Background: an optimization exercise with open tools, aiming at small area. Do not read the settings as production practice. Only simulation tests tie the RTL to the original design; equivalence was not proved. Power figures rest on the tool's default switching activity, not on a simulated workload.

==> flow/design.v (excerpt) <==
module cw_acc_bank (
    input  wire         clk,
    input  wire         rst,
    input  wire         smp_valid,
    input  wire [2:0]   smp_ch,
    input  wire [15:0]  smp_code,
    input  wire         abt_valid,
    input  wire [2:0]   abt_ch,
    input  wire [1:0]   tb_period,
    input  wire [1:0]   tb_half,
    input  wire [5:0]   hs,
    input  wire         cfg_we,
    input  wire [2:0]   cfg_acc,
    input  wire [2:0]   cfg_input,
    input  wire [2:0]   cfg_closure,
    input  wire         cfg_tbase,
    input  wire [1:0]   cfg_gate,
    input  wire [7:0]   cfg_garg,
    input  wire [23:0]  cfg_length,
    input  wire         cfg_run,
    output reg          cfg_range,
    output wire [7:0]   acc_run,
    output wire [7:0]   rec_valid,
    output wire [319:0] rec_sum,
    output wire [447:0] rec_sumsq,
    output wire [191:0] rec_count,
    output wire [127:0] rec_min,
    output wire [127:0] rec_max,
    output wire [127:0] rec_aborts,
    output wire [31:0]  rec_flags
);
Size in the first run: roughly 2,000 flip-flops, ~1,500 I/O pins, ~110,000 µm² of cells after synthesis.
Settings: LEC_CHECK=0, CAP_MARGIN=20, CORE_MARGIN=2, CORE_UTILIZATION=45, PLACE_DENSITY=0.55, SLEW_MARGIN=20; clock period 12.0 ns.
standard.sh (not shown) runs the stock make flow with config.mk's settings and CLKGATE_MAP_FILE= SYNTH_SCRIPT=/design/flow/synth_recipe.tcl, a recipe that flattens the netlist after the stock synthesis.
==> flow/flow/run.sh <==
#!/bin/bash
# The standard layout (the standard.sh: the standard synthesis, then
# floorplan, placement, CTS, routing and finish), with two changes:
#  - port buffers of the smallest buffer cell (buffer_ports -buffer_cell)
#    rather than the delay-cell buffer buffer_ports picks by default;
#  - CTS without dummy loads and with sink clusters of at most 20 flip-flops
#    within 150 um.
# make's full output goes to standard_flow.log here; each ORFS step keeps its
# own log under orfs/logs.
set -euo pipefail
bash standard.sh \
    "BUFFER_PORTS_ARGS=-buffer_cell sky130_fd_sc_hd__buf_1" \
    "CTS_ARGS=-sink_clustering_enable -repair_clock_nets -dont_use_dummy_load -sink_clustering_size 20 -sink_clustering_max_diameter 150" \
    finish > standard_flow.log 2>&1
Next try:
==> flow/flow/run.sh (replaced) <==
#!/bin/bash
# The standard layout (the standard.sh: the standard synthesis, then
# floorplan, placement, CTS, routing and finish), with two changes:
#  - port buffers of the smallest buffer cell (buffer_ports -buffer_cell)
#    rather than the delay-cell buffer buffer_ports picks by default;
#  - CTS without dummy loads and with sink clusters of at most 25 flip-flops
#    within 120 um.
# make's full output goes to standard_flow.log here; each ORFS step keeps its
# own log under orfs/logs.
set -euo pipefail
bash standard.sh \
    "BUFFER_PORTS_ARGS=-buffer_cell sky130_fd_sc_hd__buf_1" \
    "CTS_ARGS=-sink_clustering_enable -repair_clock_nets -dont_use_dummy_load -sink_clustering_size 25 -sink_clustering_max_diameter 120" \
    finish > standard_flow.log 2>&1
Settings changed: CORE_UTILIZATION 45 to 60, PLACE_DENSITY 0.55 to 0.7.
Result:
- cell count went down by 4.9%
- worst setup slack is worse by 49 ps
- wire length goes down by 5.0%
- maximum frequency is lower by 0.42%
- first-iteration DRC count went up by 24%
- total power decreases by 2.2%
- register-to-register slack is better by 290 ps
- global-route usage rises by 9.4 points

* * *

== old ==
Starting RTL as in the previous note.
clock: 12.0 ns
lec_check: 0
cap_margin: 20
core_margin: 2
core_utilization: 45
place_density: 0.55
slew_margin: 20
==> flow/flow/run.sh <==
#!/bin/bash
# The standard layout (the standard.sh: the standard synthesis, then
# floorplan, placement, CTS, routing and finish), with two changes:
#  - port buffers of the smallest buffer cell (buffer_ports -buffer_cell)
#    rather than the delay-cell buffer buffer_ports picks by default;
#  - CTS without dummy loads and with sink clusters of at most 20 flip-flops
#    within 100 um.
# make's full output goes to standard_flow.log here; each ORFS step keeps its
# own log under orfs/logs.
set -euo pipefail
bash standard.sh \
    "BUFFER_PORTS_ARGS=-buffer_cell sky130_fd_sc_hd__buf_1" \
    "CTS_ARGS=-sink_clustering_enable -repair_clock_nets -dont_use_dummy_load -sink_clustering_size 20 -sink_clustering_max_diameter 100" \
    finish > standard_flow.log 2>&1
old finished all stages; the layout is clean.
Changes in new relative to old:
# old
export LEC_CHECK = 0
export CAP_MARGIN = 20
export CORE_MARGIN = 2
export CORE_UTILIZATION = 45
export PLACE_DENSITY = 0.55
export SLEW_MARGIN = 20
create_clock -name core_clock -period 12.0 [get_ports {clk}]
# new
export LEC_CHECK = 0
export CAP_MARGIN = 20
export CORE_MARGIN = 2
export CORE_UTILIZATION = 55
export PLACE_DENSITY = 0.65
export SLEW_MARGIN = 20
create_clock -name core_clock -period 12.0 [get_ports {clk}]
diff --git a/flow/flow/run.sh b/flow/flow/run.sh
--- a/flow/flow/run.sh
+++ b/flow/flow/run.sh
@@ -7 +7 @@
-#    within 100 um.
+#    within 150 um.
@@ -13 +13 @@
-    "CTS_ARGS=-sink_clustering_enable -repair_clock_nets -dont_use_dummy_load -sink_clustering_size 20 -sink_clustering_max_diameter 100" \
+    "CTS_ARGS=-sink_clustering_enable -repair_clock_nets -dont_use_dummy_load -sink_clustering_size 20 -sink_clustering_max_diameter 150" \
## What came out
Delta (new minus old): power has decreased, detailed-router iteration count before antenna repair up 1.
Of new and old, it is new that has the lower clock share of power.
old -> new: via count of the first global-routing pass decreased slightly
Taking old as the reference point, the met3 track demand over resource of new rises by 3.0 points.
Count of clock buffers in the final design: lower on new
new vs old — number of buffers created by CTS dropped 5.2%.
new vs. old: sequential group power moved up; worst hold slack level.

* * *

Another version of the RTL of cw_acc_bank (not shown whole).
For scale: about 2200 flip-flops.
clock: 12.0 ns
lec_check: 0
cap_margin: 20
core_margin: 2
core_utilization: 30
place_density: 0.4
slew_margin: 20
==> flow/flow/run.sh <==
#!/bin/bash
# The standard layout (the standard.sh: the standard synthesis, then
# floorplan, placement, CTS, routing and finish), with two changes:
#  - port buffers of the smallest buffer cell (buffer_ports -buffer_cell)
#    rather than the delay-cell buffer buffer_ports picks by default;
#  - CTS without dummy loads and with sink clusters of at most 20 flip-flops
#    within 100 um.
# make's full output goes to standard_flow.log here; each ORFS step keeps its
# own log under orfs/logs.
set -euo pipefail
bash standard.sh \
    "BUFFER_PORTS_ARGS=-buffer_cell sky130_fd_sc_hd__buf_1" \
    "CTS_ARGS=-sink_clustering_enable -repair_clock_nets -dont_use_dummy_load -sink_clustering_size 20 -sink_clustering_max_diameter 100" \
    finish > standard_flow.log 2>&1
Then changed:
==> flow/run.sh (new file) <==
#!/bin/bash
# synth_recipe.tcl (not shown) runs the flow's synth.tcl, then flattens the netlist and writes it again
# the make line also repeats each setting of config.mk as NAME=value (left out here)
make -C /OpenROAD-flow-scripts/flow DESIGN_CONFIG=/design/flow/config.mk WORK_HOME=/design/flow/orfs CLKGATE_MAP_FILE= SYNTH_SCRIPT=/design/flow/synth_recipe.tcl finish
removed: flow/flow/run.sh
removed: flow/standard.sh
What happened: The new run completed with no timing, DRC or antenna violations. First-iteration DRC count went down slightly. Non-clock buffer count climbs by 13. Synthesized cell count does not change.

## port drivers added, routing unchanged
The results above use ideal ports. As a check the final layouts listed here were re-extracted and re-timed, cells and wires unchanged.
Step 1: set_driving_cell puts a clkbuf_16 on clk and a buf_2 on each other input, an assumption about the parent block.
Step 2 times the ports against the registers' clock, not the clock port: input delays grow and output delays shrink by t, the midpoint of the rising clock arrivals with the driver on.
Three values: ideal, step 1, step 2; two values: the first two.
run	t (ns)	setup slack, ns	slew at the worst register clock pin (ns)
the first run of note 1	0.894	0.555 / 0.454 / 0.215	0.10 / 0.10
the second run of note 1	0.843	0.506 / 0.437 / 0.292	0.11 / 0.11
old	0.893	0.597 / 0.495 / 0.213	0.10 / 0.10
new	0.903	0.710 / 0.607 / 0.203	0.10 / 0.10
the first run of note 3	0.964	0.468 / 0.354 / 0.791	0.10 / 0.10
the second run of note 3	1.014	0.347 / 0.238 / -0.011	0.07 / 0.07
Met with ideal ports but missed after step 2: setup timing in the second run of note 3. The setup slack of new, which loses most, moves by -0.103 ns with the drivers and by -0.507 ns with both steps.
